This design comes from an exercise in tuning for small area, a short achievable clock period and few clock cycles on the open sky130 flow, not from production work. In this exercise RTL edits were held to simulation tests only and were not proved equivalent to the original. Power and IR drop assume default switching activity.

$ cat flow/run.sh
#!/bin/bash
set -euo pipefail
bash standard.sh SETUP_SLACK_MARGIN=6.5 "BUFFER_PORTS_ARGS=-buffer_cell sky130_fd_sc_hd__buf_1" finish > flow_make.log 2>&1
$ cat standard.sh
#!/bin/bash
# synth_recipe.tcl (not shown) runs the flow's synth.tcl, then flattens the netlist and writes it again
# the make line also repeats each setting of config.mk as NAME=value (left out here)
make -C /OpenROAD-flow-scripts/flow DESIGN_CONFIG=/design/flow/config.mk WORK_HOME=/design/flow/orfs CLKGATE_MAP_FILE= SYNTH_SCRIPT=/design/flow/synth_recipe.tcl "${@:-finish}"
$ cat config.mk
export PLATFORM = sky130hd
export DESIGN_NAME = cv_unit
export DESIGN_NICKNAME = cv_unit
export VERILOG_FILES = /design/flow/design.v
export SDC_FILE = /design/flow/constraint.sdc
export NUM_CORES = 4
export LEC_CHECK = 0
export CAP_MARGIN = 20
export CORE_MARGIN = 2
export CORE_UTILIZATION = 40
export GPL_ROUTABILITY_DRIVEN = 0
export SLEW_MARGIN = 20
export SYNTH_HIERARCHICAL = 1
$ cat constraint.sdc
create_clock -name core_clock -period 10.0 [get_ports {clk}]
set_input_delay 2.0000 -clock core_clock [delete_from_list [all_inputs] [get_ports {clk}]]
set_output_delay 2.0000 -clock core_clock [all_outputs]
set_load 0.01 [all_outputs]
$ cat design.v
module cv_unit (
    input  wire        clk,
    input  wire        rst,           
    input  wire        engine_held,   
    input  wire        req_valid,
    output wire        req_ready,
    input  wire        req_write,
    input  wire [11:0] req_addr,      
    input  wire [1:0]  req_size,      
    input  wire [63:0] req_wdata,     
    output reg         rsp_valid,
    output wire [63:0] rsp_rdata,
    output reg         host_event
);
    reg  [1:0]  poly;
    reg         use_seed;
    reg  [63:0] seed;
    reg  [63:0] state;              
    reg  [63:0] count;
    reg         p_k1, p_k2, p_k4;   
    reg  [31:0] p_data;             
    reg         p_restart;
    reg         p_hold;             
    reg  [2:0]  r_data;             
    reg  [3:0]  r_seed;
    reg  [3:0]  r_cnt;
    reg  [1:0]  r_res01;
    reg  [3:0]  r_res2;
    reg         r_res3;
    assign req_ready = 1'b1;
    wire       d_event, d_read, d_restart, d_config, d_seed_lo, d_seed_hi;
    wire       d_k1, d_k2, d_k4, d_hold;
    wire [31:0] d_data;
    wire [3:0] d_sel;
    wire [3:0] d_seed;
    wire [3:0] d_cnt;
    wire [1:0] d_res01;
    wire [3:0] d_res2;
    wire       d_res3;
    cv_unit_dec_event u_dec_event (
        .rst(rst), .engine_held(engine_held), .req_valid(req_valid),
        .req_write(req_write), .req_addr(req_addr), .req_size(req_size),
        .busy(1'b0), .cfg_bad(req_wdata[2]), .poly(poly),
        .event_o(d_event)
    );
    cv_unit_dec_config u_dec_config (
        .rst(rst), .engine_held(engine_held), .req_valid(req_valid),
        .req_write(req_write), .req_addr(req_addr), .req_size(req_size),
        .busy(1'b0), .cfg_bad(req_wdata[2]), .poly(poly),
        .restart_o(d_restart), .config_o(d_config)
    );
    cv_unit_dec_seed u_dec_seed (
        .rst(rst), .engine_held(engine_held), .req_valid(req_valid),
        .req_write(req_write), .req_addr(req_addr), .req_size(req_size),
        .busy(1'b0), .cfg_bad(req_wdata[2]), .poly(poly),
        .seed_lo_o(d_seed_lo), .seed_hi_o(d_seed_hi)
    );
    cv_unit_dec_feed u_dec_feed (
        .rst(rst), .engine_held(engine_held), .req_valid(req_valid),
        .req_write(req_write), .req_addr(req_addr), .req_size(req_size),
        .busy(1'b0), .cfg_bad(req_wdata[2]), .poly(poly),
        .k1_o(d_k1), .k2_o(d_k2), .k4_o(d_k4), .hold_o(d_hold)
    );
    cv_unit_dec_read u_dec_read (
        .rst(rst), .engine_held(engine_held), .req_valid(req_valid),
        .req_write(req_write), .req_addr(req_addr), .req_size(req_size),
        .busy(1'b0), .cfg_bad(req_wdata[2]), .poly(poly),
        .read_o(d_read), .sel_o(d_sel), .seed_o(d_seed), .cnt_o(d_cnt),
        .res01_o(d_res01), .res2_o(d_res2), .res3_o(d_res3)
    );
    cv_unit_align u_align (
        .req_addr(req_addr[1:0]), .req_size(req_size), .req_wdata(req_wdata[31:0]), .data_o(d_data)
    );
    wire [63:0] state_next, count_next;
    cv_unit_crc u_crc (
        .state(state), .poly(poly), .use_seed(use_seed), .seed(seed),
        .k1(p_k1), .k2(p_k2), .k4(p_k4), .data(p_data),
        .restart(p_restart), .hold(p_hold), .state_next(state_next)
    );
    cv_unit_count u_count (
        .count(count), .k1(p_k1), .k2(p_k2), .k4(p_k4), .restart(p_restart), .count_next(count_next)
    );
    cv_unit_result u_result (
        .data(r_data), .seed_sel(r_seed), .cnt_sel(r_cnt),
        .res01(r_res01), .res2(r_res2), .res3(r_res3),
        .seed(seed), .count(count), .state(state), .rdata(rsp_rdata)
    );
    always @(posedge clk) begin
        state     <= state_next;
        count     <= count_next;
        p_data    <= d_data;
        r_data    <= {d_sel[0] && use_seed,
                      d_sel[0] && poly[1] || d_sel[3] && engine_held,
                      d_sel[0] && poly[0]};
        r_seed    <= d_seed;
        r_cnt     <= d_cnt;
        r_res01   <= d_res01;
        r_res2    <= d_res2;
        r_res3    <= d_res3;
    end
    always @(posedge clk) begin
        if (rst) begin
            poly       <= 2'd1;
            use_seed   <= 1'b0;
            seed       <= 64'h0;
            p_k1       <= 1'b0;
            p_k2       <= 1'b0;
            p_k4       <= 1'b0;
            p_restart  <= 1'b1;
            p_hold     <= 1'b0;
            rsp_valid  <= 1'b0;
            host_event <= 1'b0;
        end else begin
            host_event <= d_event;
            rsp_valid  <= d_read;
            p_k1       <= d_k1;
            p_k2       <= d_k2;
            p_k4       <= d_k4;
            p_restart  <= d_restart;
            p_hold     <= d_hold;
            if (d_config) begin
                poly     <= req_wdata[1:0];
                use_seed <= req_wdata[8];
            end
            if (d_seed_lo) seed[31:0]  <= req_wdata[31:0];
            if (d_seed_hi) seed[63:32] <= req_wdata[63:32];
        end
    end
endmodule
module cv_unit_dec_event (
    input  wire        rst,
    input  wire        engine_held,
    input  wire        req_valid,
    input  wire        busy,          
    input  wire        req_write,
    input  wire [11:0] req_addr,
    input  wire [1:0]  req_size,
    input  wire        cfg_bad,       
    input  wire [1:0]  poly,
    output wire        event_o    
);
    localparam [8:0] R_FEED = 9'h020;
    wire [2:0] lane = req_addr[2:0];
    wire [1:0] size = req_size;
    wire low_win    = (req_addr[11:6] == 6'd0);
    wire at_config  = low_win && (req_addr[5:3] == 3'd0);
    wire at_seed    = low_win && (req_addr[5:3] == 3'd1);
    wire at_result  = low_win && (req_addr[5:3] == 3'd2);
    wire at_count   = low_win && (req_addr[5:3] == 3'd3);
    wire at_status  = low_win && (req_addr[5:3] == 3'd4);
    wire at_restart = low_win && (req_addr[5:3] == 3'd5);
    wire at_feed    = (req_addr[11:3] == R_FEED) && !lane[2];
    wire ok48 = size[1] && (lane[1:0] == 2'b00) && !(size[0] && lane[2]);
    wire ok124 = (size == 2'd0) || (size == 2'd1 && !lane[0]) || (size == 2'd2 && lane[1:0] == 2'b00);
    wire size_ok = (req_write && at_feed) ? ok124 : ok48;
    wire wr_feed    = req_write && at_feed && ok124;
    wire wr_config  = req_write && ok48 && at_config && !lane[2];
    wire wr_restart = req_write && ok48 && at_restart;
    wire held_drop  = engine_held && (wr_feed || wr_config || wr_restart);
    wire accept = req_valid && !rst && !busy;
    wire feed   = accept && wr_feed && !engine_held;
    assign event_o   = accept && (!size_ok || held_drop || (wr_config && cfg_bad));
endmodule
module cv_unit_dec_config (
    input  wire        rst,
    input  wire        engine_held,
    input  wire        req_valid,
    input  wire        busy,          
    input  wire        req_write,
    input  wire [11:0] req_addr,
    input  wire [1:0]  req_size,
    input  wire        cfg_bad,       
    input  wire [1:0]  poly,
    output wire        restart_o,     
    output wire        config_o    
);
    localparam [8:0] R_FEED = 9'h020;
    wire [2:0] lane = req_addr[2:0];
    wire [1:0] size = req_size;
    wire low_win    = (req_addr[11:6] == 6'd0);
    wire at_config  = low_win && (req_addr[5:3] == 3'd0);
    wire at_seed    = low_win && (req_addr[5:3] == 3'd1);
    wire at_result  = low_win && (req_addr[5:3] == 3'd2);
    wire at_count   = low_win && (req_addr[5:3] == 3'd3);
    wire at_status  = low_win && (req_addr[5:3] == 3'd4);
    wire at_restart = low_win && (req_addr[5:3] == 3'd5);
    wire at_feed    = (req_addr[11:3] == R_FEED) && !lane[2];
    wire ok48 = size[1] && (lane[1:0] == 2'b00) && !(size[0] && lane[2]);
    wire ok124 = (size == 2'd0) || (size == 2'd1 && !lane[0]) || (size == 2'd2 && lane[1:0] == 2'b00);
    wire size_ok = (req_write && at_feed) ? ok124 : ok48;
    wire wr_feed    = req_write && at_feed && ok124;
    wire wr_config  = req_write && ok48 && at_config && !lane[2];
    wire wr_restart = req_write && ok48 && at_restart;
    wire held_drop  = engine_held && (wr_feed || wr_config || wr_restart);
    wire accept = req_valid && !rst && !busy;
    wire feed   = accept && wr_feed && !engine_held;
    assign restart_o = accept && !engine_held && ((wr_config && !cfg_bad) || wr_restart);
    assign config_o  = accept && !engine_held && wr_config && !cfg_bad;
endmodule
module cv_unit_dec_seed (
    input  wire        rst,
    input  wire        engine_held,
    input  wire        req_valid,
    input  wire        busy,          
    input  wire        req_write,
    input  wire [11:0] req_addr,
    input  wire [1:0]  req_size,
    input  wire        cfg_bad,       
    input  wire [1:0]  poly,
    output wire        seed_lo_o,     
    output wire        seed_hi_o    
);
    localparam [8:0] R_FEED = 9'h020;
    wire [2:0] lane = req_addr[2:0];
    wire [1:0] size = req_size;
    wire low_win    = (req_addr[11:6] == 6'd0);
    wire at_config  = low_win && (req_addr[5:3] == 3'd0);
    wire at_seed    = low_win && (req_addr[5:3] == 3'd1);
    wire at_result  = low_win && (req_addr[5:3] == 3'd2);
    wire at_count   = low_win && (req_addr[5:3] == 3'd3);
    wire at_status  = low_win && (req_addr[5:3] == 3'd4);
    wire at_restart = low_win && (req_addr[5:3] == 3'd5);
    wire at_feed    = (req_addr[11:3] == R_FEED) && !lane[2];
    wire ok48 = size[1] && (lane[1:0] == 2'b00) && !(size[0] && lane[2]);
    wire ok124 = (size == 2'd0) || (size == 2'd1 && !lane[0]) || (size == 2'd2 && lane[1:0] == 2'b00);
    wire size_ok = (req_write && at_feed) ? ok124 : ok48;
    wire wr_feed    = req_write && at_feed && ok124;
    wire wr_config  = req_write && ok48 && at_config && !lane[2];
    wire wr_restart = req_write && ok48 && at_restart;
    wire held_drop  = engine_held && (wr_feed || wr_config || wr_restart);
    wire accept = req_valid && !rst && !busy;
    wire feed   = accept && wr_feed && !engine_held;
    assign seed_lo_o = accept && req_write && ok48 && at_seed && !lane[2];
    assign seed_hi_o = accept && req_write && ok48 && at_seed && (size[0] || lane[2]);
endmodule
module cv_unit_dec_feed (
    input  wire        rst,
    input  wire        engine_held,
    input  wire        req_valid,
    input  wire        busy,          
    input  wire        req_write,
    input  wire [11:0] req_addr,
    input  wire [1:0]  req_size,
    input  wire        cfg_bad,       
    input  wire [1:0]  poly,
    output wire        k1_o, k2_o, k4_o,    
    output wire        hold_o    
);
    localparam [8:0] R_FEED = 9'h020;
    wire [2:0] lane = req_addr[2:0];
    wire [1:0] size = req_size;
    wire low_win    = (req_addr[11:6] == 6'd0);
    wire at_config  = low_win && (req_addr[5:3] == 3'd0);
    wire at_seed    = low_win && (req_addr[5:3] == 3'd1);
    wire at_result  = low_win && (req_addr[5:3] == 3'd2);
    wire at_count   = low_win && (req_addr[5:3] == 3'd3);
    wire at_status  = low_win && (req_addr[5:3] == 3'd4);
    wire at_restart = low_win && (req_addr[5:3] == 3'd5);
    wire at_feed    = (req_addr[11:3] == R_FEED) && !lane[2];
    wire ok48 = size[1] && (lane[1:0] == 2'b00) && !(size[0] && lane[2]);
    wire ok124 = (size == 2'd0) || (size == 2'd1 && !lane[0]) || (size == 2'd2 && lane[1:0] == 2'b00);
    wire size_ok = (req_write && at_feed) ? ok124 : ok48;
    wire wr_feed    = req_write && at_feed && ok124;
    wire wr_config  = req_write && ok48 && at_config && !lane[2];
    wire wr_restart = req_write && ok48 && at_restart;
    wire held_drop  = engine_held && (wr_feed || wr_config || wr_restart);
    wire accept = req_valid && !rst && !busy;
    wire feed   = accept && wr_feed && !engine_held;
    assign k1_o = feed && (size == 2'd0);
    assign k2_o = feed && (size == 2'd1);
    assign k4_o = feed && size[1];
    assign hold_o = !feed && !(accept && !engine_held && ((wr_config && !cfg_bad) || wr_restart));
endmodule
module cv_unit_dec_read (
    input  wire        rst,
    input  wire        engine_held,
    input  wire        req_valid,
    input  wire        busy,          
    input  wire        req_write,
    input  wire [11:0] req_addr,
    input  wire [1:0]  req_size,
    input  wire        cfg_bad,       
    input  wire [1:0]  poly,
    output wire        read_o,        
    output wire [3:0]  sel_o,         
    output wire [3:0]  seed_o,        
    output wire [3:0]  cnt_o,
    output wire [1:0]  res01_o,       
    output wire [3:0]  res2_o,
    output wire        res3_o
);
    localparam [8:0] R_FEED = 9'h020;
    wire [2:0] lane = req_addr[2:0];
    wire [1:0] size = req_size;
    wire low_win    = (req_addr[11:6] == 6'd0);
    wire at_config  = low_win && (req_addr[5:3] == 3'd0);
    wire at_seed    = low_win && (req_addr[5:3] == 3'd1);
    wire at_result  = low_win && (req_addr[5:3] == 3'd2);
    wire at_count   = low_win && (req_addr[5:3] == 3'd3);
    wire at_status  = low_win && (req_addr[5:3] == 3'd4);
    wire at_restart = low_win && (req_addr[5:3] == 3'd5);
    wire at_feed    = (req_addr[11:3] == R_FEED) && !lane[2];
    wire ok48 = size[1] && (lane[1:0] == 2'b00) && !(size[0] && lane[2]);
    wire ok124 = (size == 2'd0) || (size == 2'd1 && !lane[0]) || (size == 2'd2 && lane[1:0] == 2'b00);
    wire size_ok = (req_write && at_feed) ? ok124 : ok48;
    wire wr_feed    = req_write && at_feed && ok124;
    wire wr_config  = req_write && ok48 && at_config && !lane[2];
    wire wr_restart = req_write && ok48 && at_restart;
    wire held_drop  = engine_held && (wr_feed || wr_config || wr_restart);
    wire accept = req_valid && !rst && !busy;
    wire feed   = accept && wr_feed && !engine_held;
    assign read_o    = accept && !req_write;
    assign sel_o   = {ok48 && at_status, ok48 && at_count, ok48 && at_seed, ok48 && at_config};
    assign seed_o  = {4{ok48 && at_seed}};
    assign cnt_o   = {4{ok48 && at_count}};
    assign res01_o = {2{ok48 && at_result && !poly[1]}};
    assign res2_o  = {4{ok48 && at_result && (poly == 2'd2)}};
    assign res3_o  = ok48 && at_result && (poly == 2'd3);
endmodule
module cv_unit_align (
    input  wire [1:0]  req_addr,
    input  wire [1:0]  req_size,
    input  wire [31:0] req_wdata,
    output reg  [31:0] data_o
);
    always @(*) begin
        case (req_size)
            2'd0:    data_o = {24'h0, req_wdata[8*req_addr +: 8]};
            2'd1:    data_o = req_addr[1] ? {16'h0, req_wdata[23:16], req_wdata[31:24]}
                                          : {16'h0, req_wdata[7:0],   req_wdata[15:8]};
            default: data_o = {req_wdata[7:0], req_wdata[15:8], req_wdata[23:16], req_wdata[31:24]};
        endcase
    end
endmodule
module cv_unit_count (
    input  wire [63:0] count,
    input  wire        k1, k2, k4,    
    input  wire        restart,
    output wire [63:0] count_next
);
    assign count_next = {64{!restart}} & (count + {61'h0, k4, k2, k1});
endmodule
module cv_unit_crc (
    input  wire [63:0] state,
    input  wire [1:0]  poly,
    input  wire        use_seed,
    input  wire [63:0] seed,
    input  wire        k1, k2, k4,    
    input  wire [31:0] data,          
    input  wire        restart,
    input  wire        hold,          
    output wire [63:0] state_next
);
    wire [31:0] y;
    assign y[31:16] = {16{k4}} & (state[63:48] ^ data[31:16]);
    assign y[15:8]  = {8{k4}} & (state[47:40] ^ data[15:8]) |
                      {8{k2}} & (state[63:56] ^ data[15:8]);
    assign y[7:0]   = {8{k4}} & (state[39:32] ^ data[7:0]) |
                      {8{k2}} & (state[55:48] ^ data[7:0]) |
                      {8{k1}} & (state[63:56] ^ data[7:0]);
    wire [63:0] shifted = {64{hold}} & state |
                          {64{k4}} & {state[31:0], 32'h0} |
                          {64{k2}} & {state[47:0], 16'h0} |
                          {64{k1}} & {state[55:0], 8'h0};
    wire [63:32] m0;
    wire [63:32] m1;
    wire [63:0]  m2;
    wire [63:48] m3;
    wire x32 = y[4] ^ y[24];
    wire x33 = y[8] ^ y[15];
    wire x34 = y[9] ^ y[16];
    wire x35 = y[17] ^ y[30];
    wire x36 = y[7] ^ y[11];
    wire x37 = y[1] ^ y[5];
    wire x38 = y[2] ^ y[18];
    wire x39 = y[22] ^ y[28];
    wire x40 = y[23] ^ y[29];
    wire x41 = y[12] ^ y[26];
    wire x42 = y[20] ^ y[31];
    wire x43 = y[3] ^ y[19];
    wire x44 = y[0] ^ y[13];
    wire x45 = y[10] ^ y[14];
    wire x46 = y[21] ^ y[27];
    wire x47 = y[6] ^ y[25];
    wire x48 = x32 ^ x33;
    wire x49 = x34 ^ x37;
    wire x50 = y[6] ^ x38;
    wire x51 = y[14] ^ x36;
    wire x52 = y[18] ^ x35;
    wire x53 = y[25] ^ x40;
    wire x54 = y[28] ^ x41;
    wire x55 = y[13] ^ y[24];
    wire x56 = y[5] ^ x44;
    wire x57 = y[10] ^ x36;
    wire x58 = y[21] ^ x43;
    wire x59 = y[9] ^ y[20];
    wire x60 = y[15] ^ y[17];
    wire x61 = y[26] ^ y[27];
    wire x62 = y[0] ^ x39;
    wire x63 = y[29] ^ x45;
    wire x64 = y[1] ^ y[19];
    wire x65 = y[7] ^ x35;
    wire x66 = y[8] ^ x42;
    wire x67 = y[5] ^ y[22];
    wire x68 = y[12] ^ y[27];
    wire x69 = y[15] ^ y[30];
    wire x70 = y[23] ^ x45;
    wire x71 = y[31] ^ x33;
    wire x72 = y[2] ^ y[6];
    wire x73 = y[11] ^ y[19];
    wire x74 = y[3] ^ x38;
    wire x75 = y[21] ^ x39;
    wire x76 = y[25] ^ x34;
    wire x77 = y[4] ^ x43;
    wire x78 = y[12] ^ x46;
    wire x79 = y[16] ^ x32;
    wire x80 = x34 ^ x40;
    wire x81 = x37 ^ x47;
    wire x82 = y[2] ^ y[14];
    wire x83 = y[5] ^ y[30];
    wire x84 = y[7] ^ y[10];
    wire x85 = y[13] ^ y[18];
    wire x86 = y[15] ^ y[31];
    wire x87 = y[24] ^ y[26];
    wire x88 = y[23] ^ x46;
    wire x89 = x44 ^ x49;
    wire x90 = y[0] ^ y[22];
    wire x91 = y[3] ^ y[11];
    wire x92 = y[4] ^ y[17];
    wire x93 = y[4] ^ y[20];
    wire x94 = y[21] ^ y[28];
    wire x95 = y[25] ^ y[29];
    wire x96 = y[28] ^ y[31];
    wire x97 = y[17] ^ x41;
    wire x98 = x32 ^ x39;
    wire x99 = y[1] ^ y[6];
    wire x100 = y[4] ^ y[23];
    wire x101 = y[8] ^ y[27];
    wire x102 = y[10] ^ y[16];
    wire x103 = y[11] ^ y[14];
    wire x104 = y[12] ^ y[22];
    wire x105 = y[16] ^ y[31];
    wire x106 = y[1] ^ x35;
    wire x107 = y[6] ^ x42;
    wire x108 = y[7] ^ x40;
    wire x109 = y[20] ^ x33;
    wire x110 = y[29] ^ x43;
    wire x111 = x32 ^ x47;
    wire x112 = x42 ^ x44;
    wire x113 = y[0] ^ y[16];
    wire x114 = y[3] ^ y[18];
    wire x115 = y[7] ^ y[19];
    wire x116 = y[12] ^ y[17];
    wire x117 = y[13] ^ y[23];
    wire x118 = y[15] ^ y[25];
    wire x119 = y[18] ^ y[27];
    wire x120 = y[20] ^ y[21];
    wire x121 = y[1] ^ x46;
    wire x122 = y[9] ^ x38;
    wire x123 = y[10] ^ x59;
    wire x124 = y[11] ^ x55;
    wire x125 = y[24] ^ x45;
    wire x126 = y[30] ^ x61;
    wire x127 = x36 ^ x68;
    wire x128 = x37 ^ x44;
    wire x129 = x51 ^ x53;
    wire x130 = y[0] ^ y[19];
    wire x131 = y[0] ^ y[28];
    wire x132 = y[2] ^ y[7];
    wire x133 = y[2] ^ y[17];
    wire x134 = y[2] ^ y[30];
    wire x135 = y[3] ^ y[13];
    wire x136 = y[3] ^ y[29];
    wire x137 = y[6] ^ y[30];
    wire x138 = y[7] ^ y[23];
    wire x139 = y[8] ^ y[31];
    wire x140 = y[10] ^ y[20];
    wire x141 = y[12] ^ y[13];
    wire x142 = y[13] ^ y[28];
    wire x143 = y[14] ^ y[19];
    wire x144 = y[16] ^ y[22];
    wire x145 = y[16] ^ y[24];
    wire x146 = y[22] ^ y[27];
    wire x147 = y[25] ^ y[30];
    wire x148 = y[26] ^ y[31];
    wire x149 = y[17] ^ x38;
    wire x150 = y[19] ^ x39;
    wire x151 = y[21] ^ x42;
    wire x152 = y[25] ^ x46;
    wire x153 = x32 ^ x67;
    wire x154 = x34 ^ x64;
    wire x155 = x35 ^ x41;
    wire x156 = x37 ^ x41;
    wire x157 = x40 ^ x43;
    wire x158 = x45 ^ x46;
    wire x159 = x42 ^ x50;
    wire x160 = x48 ^ x56;
    wire x161 = x48 ^ x58;
    wire x162 = x55 ^ x63;
    wire x163 = y[0] ^ x37;
    wire x164 = y[1] ^ x38;
    wire x165 = y[1] ^ x61;
    wire x166 = y[2] ^ x35;
    wire x167 = y[2] ^ x59;
    wire x168 = y[4] ^ x40;
    wire x169 = y[5] ^ x45;
    wire x170 = y[6] ^ x45;
    wire x171 = y[8] ^ x35;
    wire x172 = y[8] ^ x94;
    wire x173 = y[13] ^ x42;
    wire x174 = y[14] ^ x41;
    wire x175 = y[14] ^ x104;
    wire x176 = y[18] ^ x43;
    wire x177 = y[18] ^ x47;
    wire x178 = y[19] ^ x47;
    wire x179 = y[20] ^ x39;
    wire x180 = y[20] ^ x67;
    wire x181 = y[21] ^ x41;
    wire x182 = y[21] ^ x64;
    wire x183 = y[22] ^ x60;
    wire x184 = y[23] ^ x84;
    wire x185 = y[25] ^ x38;
    wire x186 = y[26] ^ x36;
    wire x187 = y[26] ^ x42;
    wire x188 = y[26] ^ x44;
    wire x189 = y[26] ^ x73;
    wire x190 = y[27] ^ x73;
    wire x191 = y[29] ^ x90;
    wire x192 = y[31] ^ x67;
    wire x193 = x33 ^ x42;
    wire x194 = x33 ^ x47;
    wire x195 = x34 ^ x36;
    wire x196 = x34 ^ x60;
    wire x197 = x34 ^ x69;
    wire x198 = x39 ^ x60;
    wire x199 = x39 ^ x68;
    wire x200 = x39 ^ x102;
    wire x201 = x40 ^ x59;
    wire x202 = x40 ^ x93;
    wire x203 = x41 ^ x146;
    wire x204 = x60 ^ x61;
    wire x205 = x82 ^ x101;
    wire x206 = x86 ^ x90;
    wire x207 = y[24] ^ x53;
    wire x208 = x49 ^ x77;
    wire x209 = x52 ^ x78;
    wire x210 = x54 ^ x80;
    wire x211 = x54 ^ x88;
    wire x212 = x58 ^ x65;
    wire x213 = x71 ^ x100;
    wire x214 = y[3] ^ x51;
    wire x215 = y[3] ^ x63;
    wire x216 = y[5] ^ x98;
    wire x217 = y[6] ^ x127;
    wire x218 = y[11] ^ x123;
    wire x219 = y[12] ^ x52;
    wire x220 = y[13] ^ x63;
    wire x221 = y[16] ^ x57;
    wire x222 = y[18] ^ x48;
    wire x223 = y[24] ^ x51;
    wire x224 = y[31] ^ x62;
    wire x225 = x33 ^ x52;
    wire x226 = x33 ^ x58;
    wire x227 = x35 ^ x75;
    wire x228 = x35 ^ x128;
    wire x229 = x37 ^ x50;
    wire x230 = x37 ^ x52;
    wire x231 = x40 ^ x65;
    wire x232 = x41 ^ x62;
    wire x233 = x43 ^ x52;
    wire x234 = x44 ^ x71;
    wire x235 = x48 ^ x95;
    wire x236 = x48 ^ x120;
    wire x237 = x50 ^ x64;
    wire x238 = x50 ^ x92;
    wire x239 = x53 ^ x77;
    wire x240 = x53 ^ x79;
    wire x241 = x54 ^ x70;
    wire x242 = x56 ^ x65;
    wire x243 = x56 ^ x66;
    wire x244 = x56 ^ x88;
    wire x245 = x57 ^ x62;
    wire x246 = x57 ^ x74;
    wire x247 = x62 ^ x74;
    wire x248 = x67 ^ x178;
    wire x249 = x69 ^ x186;
    wire x250 = x70 ^ x107;
    wire x251 = x71 ^ x87;
    wire x252 = x72 ^ x198;
    wire x253 = x74 ^ x81;
    wire x254 = x76 ^ x85;
    wire x255 = x78 ^ x106;
    wire x256 = x79 ^ x110;
    wire x257 = x80 ^ x82;
    wire x258 = x85 ^ x97;
    wire x259 = x98 ^ x157;
    wire x260 = x115 ^ x172;
    wire x261 = y[20] ^ x89;
    wire x262 = y[24] ^ x89;
    wire x263 = y[31] ^ x129;
    wire x264 = x40 ^ x89;
    wire x265 = x75 ^ x160;
    wire x266 = x75 ^ x162;
    wire x267 = x76 ^ x243;
    wire x268 = x110 ^ x159;
    assign m0[32] = (x242 ^ ((x61 ^ (y[16] ^ x38)) ^ x213));
    assign m0[33] = ((((y[0] ^ y[15]) ^ x43) ^ x122) ^ (x155 ^ x81));
    assign m0[34] = ((x84 ^ x112) ^ (x77 ^ (x165 ^ x50)));
    assign m0[35] = (x161 ^ (x156 ^ (x42 ^ (x147 ^ x36))));
    assign m0[36] = ((x59 ^ (y[14] ^ x137)) ^ x265);
    assign m0[37] = ((x125 ^ x206) ^ (x81 ^ ((y[21] ^ y[9]) ^ x108)));
    assign m0[38] = (x224 ^ (x70 ^ (x99 ^ x127)));
    assign m0[39] = (((y[1] ^ x55) ^ x126) ^ x263);
    assign m0[40] = (x213 ^ (x58 ^ ((x103 ^ x131) ^ x185)));
    assign m0[41] = (x208 ^ (x191 ^ (x41 ^ x109)));
    assign m0[42] = (x228 ^ (x88 ^ ((x32 ^ x72) ^ x123)));
    assign m0[43] = (x253 ^ (x75 ^ ((x139 ^ x36) ^ x125)));
    assign m0[44] = (x259 ^ (x51 ^ (x137 ^ ((y[31] ^ y[9]) ^ x101))));
    assign m0[45] = (((x32 ^ x61) ^ x108) ^ (x167 ^ x169));
    assign m0[46] = ((x169 ^ x181) ^ (x91 ^ (x105 ^ x72)));
    assign m0[47] = (x217 ^ (x79 ^ (x135 ^ x183)));
    assign m0[48] = ((x87 ^ (y[8] ^ x64)) ^ (x179 ^ (x108 ^ x170)));
    assign m0[49] = (x223 ^ (x151 ^ x210));
    assign m0[50] = ((x133 ^ x148) ^ x266);
    assign m0[51] = (((y[14] ^ x119) ^ x53) ^ (x91 ^ (x144 ^ x69)));
    assign m0[52] = (((x130 ^ x35) ^ x54) ^ x213);
    assign m0[53] = (((y[29] ^ x119) ^ x66) ^ x262);
    assign m0[54] = (((x47 ^ x94) ^ x125) ^ (x154 ^ x166));
    assign m0[55] = (x246 ^ (x187 ^ (x95 ^ x183)));
    assign m0[56] = (((x147 ^ x82) ^ (y[27] ^ x145)) ^ (x54 ^ x71));
    assign m0[57] = ((x204 ^ x76) ^ (x96 ^ (x136 ^ x44)));
    assign m0[58] = ((x52 ^ x63) ^ (x79 ^ (x131 ^ x165)));
    assign m0[59] = (((x37 ^ x38) ^ (x86 ^ x95)) ^ ((y[28] ^ x35) ^ x190));
    assign m0[60] = (((y[30] ^ x113) ^ x54) ^ x268);
    assign m0[61] = (x256 ^ (x65 ^ (x121 ^ x173)));
    assign m0[62] = (x222 ^ (x97 ^ (x46 ^ x180)));
    assign m0[63] = (x244 ^ (x177 ^ (y[9] ^ x150)));
    assign m1[32] = (((x41 ^ x106) ^ x257) ^ (x75 ^ (x124 ^ x194)));
    assign m1[33] = (((x53 ^ x65) ^ x234) ^ (x74 ^ ((y[9] ^ x45) ^ x203)));
    assign m1[34] = ((x149 ^ x63) ^ (x76 ^ ((y[22] ^ x68) ^ x124)));
    assign m1[35] = (x241 ^ ((x118 ^ x124) ^ x233));
    assign m1[36] = (x235 ^ (x174 ^ ((x119 ^ x73) ^ x112)));
    assign m1[37] = ((x54 ^ ((x143 ^ x69) ^ x152)) ^ x261);
    assign m1[38] = (x252 ^ ((x121 ^ x63) ^ (x87 ^ x112)));
    assign m1[39] = (x247 ^ (((x145 ^ x69) ^ x121) ^ x129));
    assign m1[40] = ((x175 ^ ((x47 ^ x60) ^ x157)) ^ x262);
    assign m1[41] = ((x93 ^ x164) ^ ((x188 ^ x194) ^ (x65 ^ x70)));
    assign m1[42] = ((x209 ^ x216) ^ (y[9] ^ x129));
    assign m1[43] = (((y[10] ^ y[3]) ^ x128) ^ x238);
    assign m1[44] = ((x51 ^ x77) ^ x229);
    assign m1[45] = (x231 ^ ((x66 ^ x81) ^ (y[26] ^ x62)));
    assign m1[46] = ((y[7] ^ x111) ^ ((x176 ^ x196) ^ (x62 ^ x78)));
    assign m1[47] = ((x193 ^ x74) ^ (x84 ^ (x141 ^ x83)));
    assign m1[48] = (x211 ^ ((x112 ^ x57) ^ (x47 ^ (y[4] ^ x134))));
    assign m1[49] = (x244 ^ (((y[19] ^ x118) ^ x166) ^ (x51 ^ x79)));
    assign m1[50] = (x50 ^ ((x143 ^ x83) ^ x202));
    assign m1[51] = ((((y[24] ^ y[7]) ^ x83) ^ x107) ^ x226);
    assign m1[52] = (x212 ^ (((y[1] ^ x72) ^ x109) ^ x210));
    assign m1[53] = (x211 ^ ((y[18] ^ x118) ^ ((x55 ^ x59) ^ (x64 ^ x84))));
    assign m1[54] = (x255 ^ (x70 ^ (((y[15] ^ y[4]) ^ x91) ^ x173)));
    assign m1[55] = (((x105 ^ x38) ^ (y[12] ^ x103)) ^ x265);
    assign m1[56] = ((x232 ^ x239) ^ (x71 ^ (y[2] ^ x106)));
    assign m1[57] = (x89 ^ ((x126 ^ x168) ^ (x66 ^ x74)));
    assign m1[58] = (x208 ^ (x171 ^ ((x72 ^ x96) ^ x158)));
    assign m1[59] = ((x159 ^ x216) ^ (x57 ^ (x136 ^ x196)));
    assign m1[60] = ((x229 ^ x251) ^ (x75 ^ x221));
    assign m1[61] = (((x96 ^ x99) ^ x126) ^ (x195 ^ x48));
    assign m1[62] = (x208 ^ (x184 ^ ((y[22] ^ x33) ^ x126)));
    assign m1[63] = (x218 ^ (((y[24] ^ x69) ^ x110) ^ (x203 ^ x81)));
    assign m2[0] = (x260 ^ (x188 ^ ((x34 ^ x82) ^ x111)));
    assign m2[1] = (x256 ^ (((x140 ^ x46) ^ x128) ^ x252));
    assign m2[2] = ((x227 ^ x253) ^ (x51 ^ (y[16] ^ x202)));
    assign m2[3] = ((x161 ^ x231) ^ (x50 ^ (x41 ^ x192)));
    assign m2[4] = (x247 ^ (x88 ^ ((y[14] ^ x83) ^ x187)));
    assign m2[5] = ((x99 ^ (x46 ^ x86)) ^ x259);
    assign m2[6] = (((x132 ^ x83) ^ x179) ^ x240);
    assign m2[7] = (x257 ^ ((x96 ^ x77) ^ x242));
    assign m2[8] = (x230 ^ ((x107 ^ x48) ^ x215));
    assign m2[9] = (x251 ^ (x56 ^ (x103 ^ (y[30] ^ (y[18] ^ y[28])))));
    assign m2[10] = ((x44 ^ ((y[29] ^ y[31]) ^ x132)) ^ (x54 ^ (x121 ^ x48)));
    assign m2[11] = (((x39 ^ x95) ^ (y[30] ^ x135)) ^ (x205 ^ x49));
    assign m2[12] = ((x102 ^ x207) ^ (x212 ^ x234));
    assign m2[13] = (x237 ^ ((x36 ^ x112) ^ x227));
    assign m2[14] = ((x175 ^ x58) ^ (x66 ^ (x108 ^ x164)));
    assign m2[15] = (((x134 ^ x59) ^ (y[22] ^ x117)) ^ x161);
    assign m2[16] = ((y[3] ^ x151) ^ (x76 ^ (x153 ^ x70)));
    assign m2[17] = ((x195 ^ x56) ^ (x70 ^ ((x133 ^ x33) ^ x150)));
    assign m2[18] = ((x109 ^ x125) ^ (x80 ^ ((x91 ^ x99) ^ (y[18] ^ x116))));
    assign m2[19] = (x225 ^ (x54 ^ ((y[0] ^ y[11]) ^ x170)));
    assign m2[20] = ((x127 ^ x154) ^ (x86 ^ (y[29] ^ x85)));
    assign m2[21] = ((y[0] ^ x111) ^ (x65 ^ (x123 ^ x181)));
    assign m2[22] = (x224 ^ (((x32 ^ x45) ^ x190) ^ (x49 ^ x50)));
    assign m2[23] = ((((x45 ^ x91) ^ x97) ^ x236) ^ x264);
    assign m2[24] = (x245 ^ (((y[19] ^ y[27]) ^ x156) ^ x225));
    assign m2[25] = (x237 ^ ((x66 ^ x80) ^ (x68 ^ (y[11] ^ x142))));
    assign m2[26] = (x212 ^ (((y[12] ^ y[28]) ^ x167) ^ x162));
    assign m2[27] = (((x87 ^ x197) ^ x245) ^ x268);
    assign m2[28] = ((x239 ^ x255) ^ (x66 ^ x221));
    assign m2[29] = (x248 ^ (((x113 ^ x42) ^ x51) ^ x219));
    assign m2[30] = (x258 ^ (x182 ^ ((x138 ^ x33) ^ x107)));
    assign m2[31] = (x62 ^ ((x61 ^ x93) ^ x177));
    assign m2[32] = ((x111 ^ x205) ^ x264);
    assign m2[33] = (x228 ^ ((y[4] ^ x102) ^ x226));
    assign m2[34] = (x159 ^ (x49 ^ (x92 ^ (y[22] ^ x103))));
    assign m2[35] = (x241 ^ (((y[17] ^ x114) ^ x76) ^ x160));
    assign m2[36] = ((x204 ^ x49) ^ (x63 ^ ((x73 ^ x85) ^ x111)));
    assign m2[37] = (x218 ^ (x160 ^ x209));
    assign m2[38] = (((x139 ^ x32) ^ (x38 ^ x90)) ^ (x156 ^ x57));
    assign m2[39] = (x214 ^ ((x163 ^ x79) ^ x211));
    assign m2[40] = ((x60 ^ (x115 ^ x46)) ^ (x49 ^ (x174 ^ x191)));
    assign m2[41] = ((x109 ^ x200) ^ (x50 ^ ((y[27] ^ x117) ^ x106)));
    assign m2[42] = (x223 ^ ((x58 ^ x80) ^ (x96 ^ x149)));
    assign m2[43] = (x235 ^ ((x104 ^ x140) ^ x233));
    assign m2[44] = (x254 ^ (x189 ^ ((x100 ^ x83) ^ x151)));
    assign m2[45] = ((x199 ^ (x92 ^ (y[2] ^ x84))) ^ x267);
    assign m2[46] = (x240 ^ ((x163 ^ x57) ^ (x43 ^ x149)));
    assign m2[47] = (x261 ^ (x219 ^ (x94 ^ x214)));
    assign m2[48] = ((x220 ^ x238) ^ (x71 ^ (x104 ^ x182)));
    assign m2[49] = ((x43 ^ (x117 ^ x38)) ^ (x51 ^ (x180 ^ x197)));
    assign m2[50] = (x250 ^ ((y[16] ^ x116) ^ x161));
    assign m2[51] = (x254 ^ (x153 ^ (x60 ^ (x120 ^ x36))));
    assign m2[52] = ((x184 ^ x56) ^ (x98 ^ (x116 ^ x122)));
    assign m2[53] = (x246 ^ (x49 ^ (((y[0] ^ y[26]) ^ x94) ^ x168)));
    assign m2[54] = ((x155 ^ ((x36 ^ x39) ^ x152)) ^ (x215 ^ x89));
    assign m2[55] = ((x207 ^ x209) ^ (x57 ^ (x154 ^ x206)));
    assign m2[56] = ((x200 ^ x66) ^ (((y[23] ^ x64) ^ x124) ^ (x155 ^ x185)));
    assign m2[57] = (x217 ^ (((y[28] ^ x113) ^ x66) ^ (x92 ^ (x114 ^ x40))));
    assign m2[58] = (x260 ^ ((x32 ^ ((y[29] ^ y[9]) ^ x141)) ^ x230));
    assign m2[59] = ((x220 ^ x248) ^ (x66 ^ (y[30] ^ x122)));
    assign m2[60] = (x250 ^ ((y[9] ^ x58) ^ x249));
    assign m2[61] = (((x144 ^ x42) ^ x48) ^ (x57 ^ x78));
    assign m2[62] = ((x72 ^ (y[23] ^ x130)) ^ (x97 ^ (x153 ^ x51)));
    assign m2[63] = (((x114 ^ x138) ^ (x55 ^ x68)) ^ (x109 ^ x81));
    assign m3[48] = ((x93 ^ (x101 ^ x73)) ^ x232);
    assign m3[49] = (x78 ^ ((x142 ^ x37) ^ x201));
    assign m3[50] = ((y[30] ^ x72) ^ x266);
    assign m3[51] = (((y[22] ^ y[3]) ^ x69) ^ x263);
    assign m3[52] = (x48 ^ (x41 ^ ((y[23] ^ y[30]) ^ x105)));
    assign m3[53] = ((x98 ^ (x73 ^ x97)) ^ x267);
    assign m3[54] = (x258 ^ (x81 ^ (x158 ^ x201)));
    assign m3[55] = (x249 ^ ((x158 ^ x50) ^ (x55 ^ x150)));
    assign m3[56] = (x129 ^ (x199 ^ ((y[16] ^ x43) ^ x193)));
    assign m3[57] = (x236 ^ ((y[13] ^ x35) ^ x210));
    assign m3[58] = (x162 ^ ((x46 ^ x192) ^ (x52 ^ x76)));
    assign m3[59] = ((x86 ^ (x39 ^ x47)) ^ (x70 ^ (x189 ^ x52)));
    assign m3[60] = (x222 ^ (x62 ^ (x105 ^ x108)));
    assign m3[61] = (x207 ^ (x49 ^ (y[19] ^ x171)));
    assign m3[62] = (((y[10] ^ x35) ^ x122) ^ (x87 ^ (x42 ^ x47)));
    assign m3[63] = ((x148 ^ x152) ^ (x176 ^ x57));
    wire [63:0] m = {64{poly == 2'd0}} & {m0, 32'h0} |
                    {64{poly == 2'd1}} & {m1, 32'h0} |
                    {64{poly == 2'd2}} & m2 |
                    {64{poly == 2'd3}} & {m3, 48'h0};
    reg [63:0] restart_state;
    always @(*) begin
        case (poly)
            2'd0, 2'd1: restart_state = use_seed ? {~seed[7:0], ~seed[15:8], ~seed[23:16], ~seed[31:24], 32'h0}
                                                 : {32'hFFFF_FFFF, 32'h0};
            2'd2:       restart_state = use_seed ? seed : 64'h0;
            default:    restart_state = use_seed ? {seed[15:0], 48'h0} : {16'hFFFF, 48'h0};
        endcase
    end
    assign state_next = shifted ^ ({64{restart}} & restart_state) ^ m;
endmodule
module cv_unit_result (
    input  wire [2:0]  data,          
    input  wire [3:0]  seed_sel,      
    input  wire [3:0]  cnt_sel,
    input  wire [1:0]  res01,         
    input  wire [3:0]  res2,
    input  wire        res3,
    input  wire [63:0] seed,
    input  wire [63:0] count,
    input  wire [63:0] state,
    output wire [63:0] rdata
);
    wire [63:0] seed16 = {{16{seed_sel[3]}}, {16{seed_sel[2]}}, {16{seed_sel[1]}}, {16{seed_sel[0]}}};
    wire [63:0] cnt16  = {{16{cnt_sel[3]}},  {16{cnt_sel[2]}},  {16{cnt_sel[1]}},  {16{cnt_sel[0]}}};
    wire [63:0] res2_16 = {{16{res2[3]}}, {16{res2[2]}}, {16{res2[1]}}, {16{res2[0]}}};
    wire [31:0] r01 = {~state[39:32], ~state[47:40], ~state[55:48], ~state[63:56]};
    assign rdata = seed16 & seed | cnt16 & count | res2_16 & state |
                   {32'h0, {{16{res01[1]}}, {16{res01[0]}}} & r01} |
                   {48'h0, {16{res3}} & state[63:48]} |
                   {55'h0, data[2], 6'h0, data[1:0]};
endmodule
==> reports/metrics.yaml, run 1 <==
detailed_routing:
  detailedRoute.firstPassIterationCount: 14
  route.antenna.remaining_nets: 0
  route.detailed.drc: 0
  detail_route.vias_per_cell: 6.39
  routed_wl_um: 106000
  total_number_of_vias: 22300
  wl_per_cell_um: 30.3
  drt-initial-drc-count: 3766
yosys:
  postSynthAreaPerCell_um2: 9.10
  synth_area_mm2: 0.0232
  netlist_instances: 2547
  yosysWarningCount: 9
global_routing:
  groute.usage.overall_pct: 33.6
  antenna_found_initial: 2
  maximum_number_of_pins_on_one_net_before_global_route_repair: 83
  global_route.overflow_total: 0
  grt_pass1_wl_um: 147000
  first_global_vias: 20800
sta:
  finalSetupViolations: 0
  setup_tns_ns: 0
  timing.max_slew.rel_slack_pct: 19.9
  timing.final.crit_period_ns: 3.69
  worst_pin_slew_ns: 1.20
  drv_slew: 0
  fin_skew_ns: 0.0588
  timing.final.hold_violations: 0
  achievable-frequency_ghz: 0.271
  post-route-period-util_pct: 36.9
  rsz0062_at_grt: "true"
  finalHoldWorstSlack_ns: 0.541
die:
  coreArea_mm2: 0.0575
  floorplan.initialDensity_pct: 40.3
  die_span_y_um: 245
  ioPinCount: 150
  design.die.area_mm2: 0.0599
  placementRows: 88
  fp.dieW_um: 245
finish:
  layout.core_utilization_pct: 48.4
  nNetsFinal: 2783
  num-fill-cells: 5323
  drive_gt1_share_pct: 20.2
  finish.cell_count_without_fillers: 3484
  synthToLayoutAreaGrowth_pct: 19.9
pwr:
  power_switching_w: 0.000755
  max-vdd-ir-drop_v: 0.000136
  share_clk_of_total_power_pct: 43.3
  power.sequential.fraction_pct: 43.9
  pwr-share-comb_pct: 12.8
  power_per_cell_area_mw_per_mm2: 93.5
  internal_power_w: 0.00184
  power_switching_share_pct: 29.1
  leakagePower_nw: 10.3
clocking:
  cts_sinks: 252
  cts.htree.levels: 1
  cts_buffer_depth: 3
  clock_latency_ns: 0.61
  clkTransAtPathRegs_ns: 0.06
  cts-root-buf: "sky130_fd_sc_hd__clkbuf_16"
  cts_tree: "yes"
  cts_buffers: 28
outcome:
  status: "complete, no violations"
worst_setup_path:
  critical_path.cell_chain: "a222oi_1 > inv_1 > buf_1"
  critPathArrivalTime_ns: 1.69
  cp_slowest_cell: "sky130_fd_sc_hd__a222oi_1"
  endpoint_kind: "output pin"
  criticalPathCategory: "flop to output pin"
  crit_path_max_fanout: 3
  worst-path-buf-inv: 2
  worst-endpoint-required_ns: 8.00
  critical-path-max-stage-delay_ns: 0.49
  critPathTopFamily: "compound AO/OA/AOI/OAI gates"
  start_kind: "flop"
worst_hold_path:
  hold_path_class: "flop to flop"
run:
  maxCapViolCount: 0
place:
  hpwl_after_detailed_placement_um: 76200
  port-buffer-count: 148
  dpl.cell_count: 3345
[through the flow]
stage	setup slack, ns	instance area (um2)	power [W]
floorplan	6.61	23200	0.00131
global placement	4.50	24200	0.00144
detailed placement	4.91	24200	0.00145
CTS	6.27	26900	0.00257
global route	6.22	27800	0.00266
finish	6.31	27800	0.00260
[power by group through the flow]
stage	sequential (W)	combinational (W)	clock (W)
2_1_floorplan	0.00109	0.000220	0
3_3_place_gp	0.00115	0.000291	0
3_5_place_dp	0.00115	0.000295	0
4_1_cts	0.00113	0.000319	0.00113
5_1_grt	0.00113	0.000351	0.00117
6_report	0.00114	0.000333	0.00112
[area by class of cell]
type	count	area (um2)	area share (%)
Multi-Input combinational cell	2078	18400	66.1
Sequential cell	252	5250	18.9
Timing Repair Buffer	288	2030	7.30
Tap cell	765	957	3.44
Clock buffer	35	777	2.80
Clock inverter	16	225	0.810
Inverter	48	180	0.648
Antenna cell	2	5.00	0.0180
[cell usage in the layout (no fill, tap or decap), types with 23 or more instances in the layout]
cell                        instances
sky130_fd_sc_hd__a222oi_1          59
sky130_fd_sc_hd__a221oi_1          37
sky130_fd_sc_hd__buf_6             32
sky130_fd_sc_hd__xnor2_2           23
sky130_fd_sc_hd__xnor2_1          531
sky130_fd_sc_hd__inv_1             48
sky130_fd_sc_hd__dfxtp_2           51
sky130_fd_sc_hd__nand4_1           28
sky130_fd_sc_hd__xnor2_4           24
sky130_fd_sc_hd__mux2i_1           78
sky130_fd_sc_hd__and2_1            25
sky130_fd_sc_hd__buf_4            105
sky130_fd_sc_hd__nand3_2           27
sky130_fd_sc_hd__a22oi_2           36
sky130_fd_sc_hd__xnor3_1           76
sky130_fd_sc_hd__nor2_1           160
sky130_fd_sc_hd__nand2b_1          38
sky130_fd_sc_hd__dfxtp_1          164
sky130_fd_sc_hd__o21ai_0           28
sky130_fd_sc_hd__a21oi_1          105
sky130_fd_sc_hd__xor2_1           262
sky130_fd_sc_hd__buf_1            104
sky130_fd_sc_hd__clkbuf_16         30
sky130_fd_sc_hd__a22o_1            44
sky130_fd_sc_hd__dfxtp_4           37
sky130_fd_sc_hd__a22oi_1           33
sky130_fd_sc_hd__nand2_1          147
[timing repair]
action	in CTS	in global routing
endpoints found under the setup margin	192	118
cloned	0	2
gates resized for setup	324	116
setup buffers	48	36
pin swaps	60	41
hold buffers	0	0
[tightest hold or removal path: cells and delay by family (launching register included)]
family	cells	cell delay [ns]
DFF	1	0.35
AOI/OAI and AO/OA	2	0.15
[state kept, by name, summed over array words and instances, names as in the netlist, 2 cells and up]
register / cells
seed: 64
r_res2: 4
p_data: 32
r_res01: 2
state: 64
count: 64
r_cnt: 4
r_data: 3
r_seed: 4
poly: 2
[worst paths after layout]
check | end | startpoint | slack, ns | cells past startpoint
worst max-delay path | rsp_rdata[32] | seed[32]$_SDFFE_PP0P_ | 6.31 | 3
worst min-delay path | count[32]$_DFF_P_ | count[32]$_DFF_P_ | 0.54 | 2
worst max register to register | state[54]$_DFF_P_ | state[43]$_DFF_P_ | 6.31 | 10
worst min register to register | count[32]$_DFF_P_ | count[32]$_DFF_P_ | 0.54 | 2
[metal layers]
layer  wire, um  part of all wire [%]  track usage (%)
met3      16600                    16             14.1
met1      37400                    35             41.0
met4       8520                   8.1             20.3
met5         57                 0.054                0
met2      42900                    41             49.2
Testbench counts, summed over its fixed seeds: cycles 13,195.
==> run 2, diff against run 1 <==
--- a/config.mk
+++ b/config.mk
@@ -8,6 +8,6 @@
 export CAP_MARGIN = 20
 export CORE_MARGIN = 2
 export CORE_UTILIZATION = 40
-export GPL_ROUTABILITY_DRIVEN = 0
+export PLACE_DENSITY = 0.8
 export SLEW_MARGIN = 20
 export SYNTH_HIERARCHICAL = 1
==> reports/metrics.yaml, run 2 <==
die:
  placementRows: 88  # unchanged
  fp.dieW_um: 245  # unchanged
  coreArea_mm2: 0.0575  # unchanged
  ioPinCount: 150  # unchanged
  die_span_y_um: 245  # unchanged
  floorplan.initialDensity_pct: 40.3  # unchanged
  design.die.area_mm2: 0.0599  # unchanged
sta:
  finalHoldWorstSlack_ns: 0.526  # -0.0148 ns
  post-route-period-util_pct: 38.3  # +1.5 points
  setup_tns_ns: 0  # unchanged
  timing.final.crit_period_ns: 3.83  # +0.146 ns
  rsz0062_at_grt: "true"
  worst_pin_slew_ns: 1.10  # -0.0982 ns
  finalSetupViolations: 0  # unchanged
  timing.final.hold_violations: 0  # unchanged
  fin_skew_ns: 0.0567  # -0.00215 ns
  drv_slew: 0  # unchanged
  achievable-frequency_ghz: 0.261  # -3.8%
  timing.max_slew.rel_slack_pct: 26.5  # +6.7 points
clocking:
  cts_tree: "yes"
  cts.htree.levels: 1  # unchanged
  clkTransAtPathRegs_ns: 0.06  # about the same
  cts_sinks: 252  # unchanged
  clock_latency_ns: 0.61  # about the same
  cts-root-buf: "sky130_fd_sc_hd__clkbuf_16"
  cts_buffer_depth: 3  # unchanged
  cts_buffers: 27  # -3.6%
place:
  gp_congestion: 1.12
  hpwl_after_detailed_placement_um: 81100  # +6.4%
  port-buffer-count: 148  # unchanged
detailed_routing:
  wl_per_cell_um: 31.1  # +2.8%
  route.detailed.drc: 0  # unchanged
  route.antenna.remaining_nets: 0  # unchanged
  detail_route.vias_per_cell: 6.36  # -0.52%
  routed_wl_um: 108000  # +2.8%
  detailedRoute.firstPassIterationCount: 12  # -2
  drt-initial-drc-count: 4541  # +21%
  total_number_of_vias: 22200  # -0.55%
finish:
  drive_gt1_share_pct: 20.1  # -0.037 points
  layout_commonest_cell: "sky130_fd_sc_hd__xnor2_1"
  num-fill-cells: 5299  # -0.45%
  nNetsFinal: 2787  # +0.14%
  highest_count_cells_in_the_layout_ignoring_fill_and_taps: "524 x sky130_fd_sc_hd__xnor2_1, 256 x sky130_fd_sc_hd__xor2_1, 174 x sky130_fd_sc_hd__dfxtp_1"
  top_regs: "count x64, seed x64, state x64"
  synthToLayoutAreaGrowth_pct: 20.2
global_routing:
  antenna_found_initial: 2  # unchanged
  maximum_number_of_pins_on_one_net_before_global_route_repair: 83  # unchanged
  grt_pass1_wl_um: 151000  # +2.2%
  first_global_vias: 20500  # -1.4%
  global_route.overflow_total: 0  # unchanged
  groute.usage.overall_pct: 34.9  # +1.2 points
worst_setup_path:
  worst-endpoint-required_ns: 8.00  # about the same
  crit-reg2reg-capture: "state[40]$_DFF_P_"
  critPathArrivalTime_ns: 1.83  # +0.14 ns
  r2r_setup_slack_ns: 6.32  # about the same
  worst-path-buf-inv: 3  # +1
  crit_path_end: "rsp_rdata[44]"
  criticalPathCategory: "flop to output pin"
  cp_slowest_cell: "sky130_fd_sc_hd__a222oi_1"
  start_kind: "flop"
  critical-path-max-stage-delay_ns: 0.44  # -0.05 ns
  source_of_the_critical_timing_path: "r_seed[2]$_DFF_P_"
  crit_path_max_fanout: 6  # +3
  r2r-start: "state[62]$_DFF_P_"
  critPathTopFamily: "compound AO/OA/AOI/OAI gates"
  endpoint_kind: "output pin"
  ff2ff_path_depth: 11  # +1
  cp_num_cells: 4  # +1
  critical_path.cell_chain: "buf_6 > a222oi_1 > inv_1 > buf_2"
worst_hold_path:
  hold_path_class: "flop to flop"
  min_delay_path_depth: 2  # unchanged
outcome:
  status: "complete, no violations"
pwr:
  power_per_cell_area_mw_per_mm2: 93.0  # -0.56%
  max-vdd-ir-drop_v: 0.000107  # -21%
  leakagePower_nw: 10.3  # about the same
yosys:
  yosysWarningCount: 9  # unchanged
  postSynthAreaPerCell_um2: 9.10  # unchanged
  netlist_instances: 2547  # unchanged
  synth_area_mm2: 0.0232  # unchanged
run:
  maxCapViolCount: 0  # unchanged
[run 2: through the flow]
stage | utilization (%) | instances | total power (W) | setup slack (ns) | instance area, um2
finish | 48.5 | 3483 | 0.00259 | 6.17 | 27900
detailed placement | 42.4 | 3361 | 0.00144 | 5.50 | 24400
global route | 48.5 | 3483 | 0.00263 | 6.18 | 27900
floorplan | - | 2551 | 0.00131 | 6.61 | 23200
global placement | 42.3 | 3359 | 0.00143 | 5.44 | 24300
CTS | 47.0 | 3462 | 0.00254 | 6.26 | 27000
[run 2: area by class of cell]
class | count | area [um2] | share of cell area [%]
timing repair buffer | 293 | 2130 | 7.63
antenna | 1 | 2.50 | 0.00898
multi-input combinational | 2078 | 18400 | 66.2
sequential | 252 | 5210 | 18.7
clock inverter | 8 | 184 | 0.660
clock buffer | 38 | 767 | 2.75
tap | 765 | 957 | 3.44
inverter | 48 | 180 | 0.647
[run 2: report_power, final]
group	internal, W	switching [W]	total [W]
Clock	0.000663	0.000452	0.00112
Sequential	0.00104	0.000112	0.00115
Combinational	0.000149	0.000179	0.000328
Total	0.00185	0.000743	0.00259
[run 2: metal layers]
metal	vias up	wire length, um	track usage [%]
li1	9150	-	-
met1	10500	38800	45.1
met2	1989	43400	49.7
met3	548	17000	11.4
met4	2	9280	21.9
met5	-	12	0
[run 2: worst min-delay path: cells and delay by family, from the launching register on]
| family | cells | cell delay (ns) |
|---|---|---|
| compound gates | 2 | 0.14 |
| flops | 1 | 0.35 |
[run 2: repair_timing]
item                                    in CTS  in global routing
endpoints found under the setup margin     187                131
gates resized for setup                    304                130
hold buffers                                 0                  0
setup buffers                               55                 20
pin swaps                                   54                 47
[run 2: worst min path at each step]
stage                          start                 to
6_report           count[42]$_DFF_P_  count[42]$_DFF_P_
5_1_grt            count[42]$_DFF_P_  count[42]$_DFF_P_
4_1_cts            count[42]$_DFF_P_  count[42]$_DFF_P_
3_5_place_dp       count[42]$_DFF_P_  count[42]$_DFF_P_
3_3_place_gp       count[42]$_DFF_P_  count[42]$_DFF_P_
2_1_floorplan  use_seed$_SDFFE_PP0P_  r_data[2]$_DFF_P_
==> run 3, diff against run 2 <==
--- a/config.mk
+++ b/config.mk
@@ -8,6 +8,5 @@
 export CAP_MARGIN = 20
 export CORE_MARGIN = 2
 export CORE_UTILIZATION = 40
-export PLACE_DENSITY = 0.8
 export SLEW_MARGIN = 20
 export SYNTH_HIERARCHICAL = 1
==> reports/metrics.yaml, run 3 <==
outcome:
  status: "complete, no violations"
die:
  placementRows: 88  # unchanged
  ioPinCount: 150  # unchanged
  floorplan.initialDensity_pct: 40.3  # unchanged
  fp.dieW_um: 245  # unchanged
  coreArea_mm2: 0.0575  # unchanged
  die_span_y_um: 245  # unchanged
  design.die.area_mm2: 0.0599  # unchanged
worst_hold_path:
  hold_path_class: "flop to flop"
  hold_path_end: "count[61]$_DFF_P_"
  hold_path_startpoint: "count[61]$_DFF_P_"
  min_delay_path_depth: 2  # unchanged
finish:
  synthToLayoutAreaGrowth_pct: 21.0
  finish.cell_count_without_fillers: 3503  # +0.57%
  drive_gt1_share_pct: 20.7  # +0.54 points
  layout_commonest_cell: "sky130_fd_sc_hd__xnor2_1"
  antennaDiodeCount: 0  # -1
  highest_count_cells_in_the_layout_ignoring_fill_and_taps: "528 x sky130_fd_sc_hd__xnor2_1, 252 x sky130_fd_sc_hd__xor2_1, 162 x sky130_fd_sc_hd__dfxtp_1"
  final_design_area_no_fill_mm2: 0.0280  # +0.66%
  top_regs: "count x64, seed x64, state x64"
  nNetsFinal: 2803  # +0.57%
  num-fill-cells: 5489  # +3.6%
global_routing:
  first_global_vias: 20600  # +0.85%
  antenna_found_initial: 2  # unchanged
  grt.busiest_layer: "met2"
  met3_capacity_usage_during_global_routing_pct: 11.7  # +0.28 points
  groute.layer.met1.usage_pct: 48.8  # +3.6 points
  groute.usage.overall_pct: 37.4  # +2.6 points
  maximum_number_of_pins_on_one_net_before_global_route_repair: 83  # unchanged
  global_route.overflow_total: 0  # unchanged
  grt.met2_usage_pct: 54.4  # +4.7 points
  grt_pass1_wl_um: 160000  # +6.0%
sta:
  setup_tns_ns: 0  # unchanged
  drv_slew: 0  # unchanged
  timing.final.crit_period_ns: 3.69  # -0.147 ns
  timing.max_slew.rel_slack_pct: 20.0  # -6.5 points
  fin_skew_ns: 0.0351  # -0.0216 ns
  rsz0062_at_grt: "true"
  worst_pin_slew_ns: 1.20  # +0.0946 ns
  finalSetupViolations: 0  # unchanged
  post-route-period-util_pct: 36.9  # -1.5 points
  achievable-frequency_ghz: 0.271  # +4.0%
  timing.final.ws_setup_ns: 6.31  # +0.147 ns
  finalHoldWorstSlack_ns: 0.524  # -0.00229 ns
  timing.final.hold_violations: 0  # unchanged
clocking:
  cts_buffers: 28  # +3.7%
  cts-root-buf: "sky130_fd_sc_hd__clkbuf_16"
  clkTransAtPathRegs_ns: 0.06  # about the same
  cts_buffer_depth: 3  # unchanged
  cts_tree: "yes"
  cts.htree.levels: 1  # unchanged
  clock_latency_ns: 0.58  # -0.03 ns
  cts_sinks: 252  # unchanged
  ctsHoldBuffers: 0  # unchanged
yosys:
  netlist_instances: 2547  # unchanged
  yosysWarningCount: 9  # unchanged
  synth_area_mm2: 0.0232  # unchanged
  postSynthAreaPerCell_um2: 9.10  # unchanged
worst_setup_path:
  worst-endpoint-required_ns: 10.42  # +2.42 ns
  crit-reg2reg-capture: "state[55]$_DFF_P_"
  critPathTopFamily: "XOR/XNOR gates"
  start_kind: "flop"
  cp_slowest_cell: "sky130_fd_sc_hd__xnor3_4"
  crit_path_max_fanout: 13  # +7
  criticalPathCategory: "flop to flop"
  endpoint_kind: "flop"
  r2r-start: "state[42]$_DFF_P_"
  worst-path-buf-inv: 2  # -1
  r2r_setup_slack_ns: 6.31  # about the same
  cp_num_cells: 11  # +7
  ff2ff_path_depth: 11  # unchanged
  cp_common_cell: "sky130_fd_sc_hd__xnor3_1"
  critPathArrivalTime_ns: 4.10  # +2.27 ns
  critical_path.cell_chain: "buf_4 > xor2_1 > a22oi_1 > buf_6 > xnor3_4 > xnor2_2 > xnor3_1 > xnor3_1 > nor2_1 > a211oi_4 > xnor2_1"
  critical-path-max-stage-delay_ns: 0.73  # +0.29 ns
place:
  dpl.cell_count: 3363  # +0.060%
  hpwl_after_detailed_placement_um: 87700  # +8.2%
  post_dp_cell_area_mm2: 0.0244  # +0.15%
  port-buffer-count: 148  # unchanged
  post-place-ws_ns: 4.26  # -1.24 ns
  gp_congestion: 1.08  # -3.5%
detailed_routing:
  wl_per_cell_um: 33.1  # +6.2%
  drt-initial-drc-count: 3443  # -24%
  detailedRoute.firstPassIterationCount: 11  # -1
  route.antenna.remaining_nets: 0  # unchanged
  total_number_of_vias: 22000  # -0.47%
  route.detailed.drc: 0  # unchanged
  detail_route.vias_per_cell: 6.29  # -1.0%
  routed_wl_um: 116000  # +6.8%
pwr:
  power_per_cell_area_mw_per_mm2: 91.9  # -1.2%
  leakagePower_nw: 10.4  # +0.75%
  max-vdd-ir-drop_v: 0.000131  # +22%
run:
  maxCapViolCount: 0  # unchanged
## run 3: what timing repair did
action | in CTS | in global routing
setup endpoints to repair | 198 | 131
buffers inserted | 47 | 41
gates resized for setup | 285 | 163
pin swaps | 44 | 44
## run 3: final cells by class
| cell class | count | area, um2 | share of cell area (%) |
|---|---|---|---|
| clock inverter | 14 | 175 | 0.625 |
| tap | 765 | 957 | 3.41 |
| clock buffer | 38 | 798 | 2.85 |
| timing repair buffer | 308 | 2250 | 8.01 |
| inverter | 48 | 180 | 0.642 |
| multi-input combinational | 2078 | 18400 | 65.7 |
| sequential | 252 | 5260 | 18.7 |
## run 3: report_power, final
group | leakage, nW | internal, W | switching [W]
Combinational | 7.82 | 0.000153 | 0.000189
Sequential | 2.10 | 0.00103 | 0.000103
Clock | 0.459 | 0.000639 | 0.000460
Total | 10.4 | 0.00183 | 0.000752
## run 3: tightest hold or removal path, stage by stage (launching register included)
cell,delay [ns]
sky130_fd_sc_hd__dfxtp_2,0.35
sky130_fd_sc_hd__o31ai_1,0.07
sky130_fd_sc_hd__a21oi_1,0.06
## run 3: per-layer routing
metal / part of all wire (%) / up-vias
met5: 0.035 / -
met4: 7.5 / 6
met1: 38 / 10700
met3: 13 / 467
met2: 41 / 1666
li1: - / 9183
## run 3: worst max path at each step
stage | endpoint | slack [ns] | startpoint
2_1_floorplan | host_event$_SDFF_PP0_ | 6.61 | req_addr[10]
3_3_place_gp | state[55]$_DFF_P_ | 4.22 | state[56]$_DFF_P_
3_5_place_dp | state[55]$_DFF_P_ | 4.26 | state[56]$_DFF_P_
4_1_cts | rsp_rdata[33] | 6.32 | r_seed[2]$_DFF_P_
5_1_grt | rsp_rdata[43] | 6.23 | r_seed[2]$_DFF_P_
6_report | state[55]$_DFF_P_ | 6.31 | state[42]$_DFF_P_
## run 3: metrics by stage
stage	power (W)	utilization (%)
2_1_floorplan	0.00131	-
3_3_place_gp	0.00145	42.4
3_5_place_dp	0.00145	42.5
4_1_cts	0.00255	47.1
5_1_grt	0.00263	48.8
6_report	0.00258	48.8
==> run 4, diff against run 3 <==
--- a/config.mk
+++ b/config.mk
@@ -8,5 +8,6 @@
 export CAP_MARGIN = 20
 export CORE_MARGIN = 2
 export CORE_UTILIZATION = 40
+export PLACE_DENSITY = 0.7
 export SLEW_MARGIN = 20
 export SYNTH_HIERARCHICAL = 1
==> reports/metrics.yaml, run 4 <==
outcome:
  status: "complete, no violations"
sta:
  post-route-period-util_pct: 37.0  # +0.14 points
  drv_slew: 0  # unchanged
  rsz0062_at_grt: "true"
  setup_tns_ns: 0  # unchanged
  finalSetupViolations: 0  # unchanged
  fin_skew_ns: 0.0112  # -0.0239 ns
  timing.max_slew.rel_slack_pct: 13.8  # -6.2 points
clocking:
  cts-root-buf: "sky130_fd_sc_hd__clkbuf_16"
  cts_sinks: 252  # unchanged
  cts_buffers: 29  # +3.6%
  cts_tree: "yes"
  cts.htree.levels: 1  # unchanged
global_routing:
  grt_pass1_wl_um: 151000  # -5.8%
  grt.met2_usage_pct: 50.6  # -3.8 points
  maximum_number_of_pins_on_one_net_before_global_route_repair: 81  # -2.4%
  groute.layer.met1.usage_pct: 46.0  # -2.8 points
  grt.busiest_layer: "met2"
  antenna_found_initial: 2  # unchanged
  groute.usage.overall_pct: 34.9  # -2.5 points
  met3_capacity_usage_during_global_routing_pct: 10.5  # -1.2 points
place:
  gp_congestion: 1.08  # +0.62%
  dpl.cell_count: 3363  # unchanged
  port-buffer-count: 148  # unchanged
  hpwl_after_detailed_placement_um: 80500  # -8.3%
worst_setup_path:
  crit_path_max_fanout: 8  # -5
  start_kind: "flop"
  endpoint_kind: "output pin"
  source_of_the_critical_timing_path: "r_seed[3]$_DFF_P_"
  r2r-start: "state[55]$_DFF_P_"
  worst-endpoint-required_ns: 8.00  # -2.42 ns
  critPathArrivalTime_ns: 1.70  # -2.40 ns
finish:
  finish.cell_count_without_fillers: 3485  # -0.51%
  top_regs: "count x64, seed x64, state x64"
  nNetsFinal: 2784  # -0.68%
  layout_commonest_cell: "sky130_fd_sc_hd__xnor2_1"
  synthToLayoutAreaGrowth_pct: 19.4
  final_design_area_no_fill_mm2: 0.0277  # -1.3%
pwr:
  power_per_cell_area_mw_per_mm2: 93.1  # +1.3%
  leakagePower_nw: 10.2  # -1.6%
detailed_routing:
  detail_route.vias_per_cell: 6.27  # -0.41%
  detailedRoute.firstPassIterationCount: 15  # +4
  total_number_of_vias: 21800  # -0.93%
worst_hold_path:
  hold_path_startpoint: "count[42]$_DFF_P_"
  hold_path_class: "flop to flop"
run:
  maxCapViolCount: 0  # unchanged
yosys:
  netlist_instances: 2547  # unchanged
die:
  die_span_y_um: 245  # unchanged
  ioPinCount: 150  # unchanged
## run 4: worst paths after layout
| kind | to | slack [ns] | depth (start not counted) |
|---|---|---|---|
| min reg2reg | count[42]$_DFF_P_ | 0.53 | 2 |
| max | rsp_rdata[48] | 6.30 | 4 |
| max reg2reg | state[55]$_DFF_P_ | 6.34 | 10 |
| min | count[42]$_DFF_P_ | 0.53 | 2 |
## run 4: what timing repair did
item | 4_1_cts | 5_1_grt
pin swaps | 38 | 49
gates resized for setup | 263 | 145
setup endpoints to repair | 217 | 133
buffers inserted | 34 | 34
## run 4: critical path, cell delays in order, from the launching register on
cell,delay (ns)
sky130_fd_sc_hd__dfxtp_4,0.37
sky130_fd_sc_hd__buf_6,0.14
sky130_fd_sc_hd__a222oi_1,0.38
sky130_fd_sc_hd__inv_1,0.10
sky130_fd_sc_hd__clkbuf_2,0.14
## run 4: layout make-up
cell class / count / area share, %
Clock buffer: 37 / 2.91
Timing Repair Buffer: 288 / 7.28
Antenna cell: 1 / 0.00904
Tap cell: 765 / 3.46
Sequential cell: 252 / 18.9
Clock inverter: 16 / 0.633
Inverter: 48 / 0.651
Multi-Input combinational cell: 2078 / 66.1
## run 4: where the power goes
| part | switching (W) | total (W) | internal, W |
|---|---|---|---|
| clock network | 0.000461 | 0.00111 | 0.000650 |
| logic | 0.000176 | 0.000322 | 0.000146 |
| registers | 0.000108 | 0.00114 | 0.00104 |
## run 4: metrics by stage
| step | setup slack [ns] | power (W) |
|---|---|---|
| 3_3_place_gp | 5.25 | 0.00143 |
| 3_5_place_dp | 5.33 | 0.00144 |
| 2_1_floorplan | 6.61 | 0.00131 |
| 6_report | 6.30 | 0.00258 |
| 5_1_grt | 6.27 | 0.00263 |
| 4_1_cts | 6.34 | 0.00255 |
## run 4: metal layers
metal,up-vias,share of wire [%]
met1,10500,37
met5,-,0
li1,9139,-
met4,0,7.3
met3,430,15
met2,1801,41

[static timing again, ports no longer ideal]
The flow's constraints put no driver on any port. The routed layouts listed below were extracted and timed again, unchanged, in two steps.
Step 1 sets driving cells, clkbuf_16 on the clock port and buf_2 on the other inputs (assumed; they add their load-dependent delay and slew).
Step 2 adds t to the input delays and takes it off the output delays; t is the mean of the earliest and latest rising clock arrival at the registers after step 1. Input paths then give back, and output paths get back, about the clock's delay inside the block.
a / b / c = no drivers / after step 1 / after step 2; a / b = the first two.
run	shift t [ns]	slack for setup (ns)	worst register clock-pin slew, ns	worst slew at a driven data input, ns
run 1	0.633	6.314 / 6.258 / 6.042	0.07 / 0.07	0.08
run 2	0.635	6.168 / 6.112 / 6.039	0.08 / 0.08	0.08
run 3	0.613	6.315 / 6.266 / 6.006	0.07 / 0.07	0.07
run 4	0.609	6.301 / 6.249 / 6.067	0.07 / 0.07	0.09
After both steps setup and hold are still met in every run listed. For run 3, which loses most, drivers alone change the setup slack by -0.049 ns; drivers and shift together by -0.309 ns.
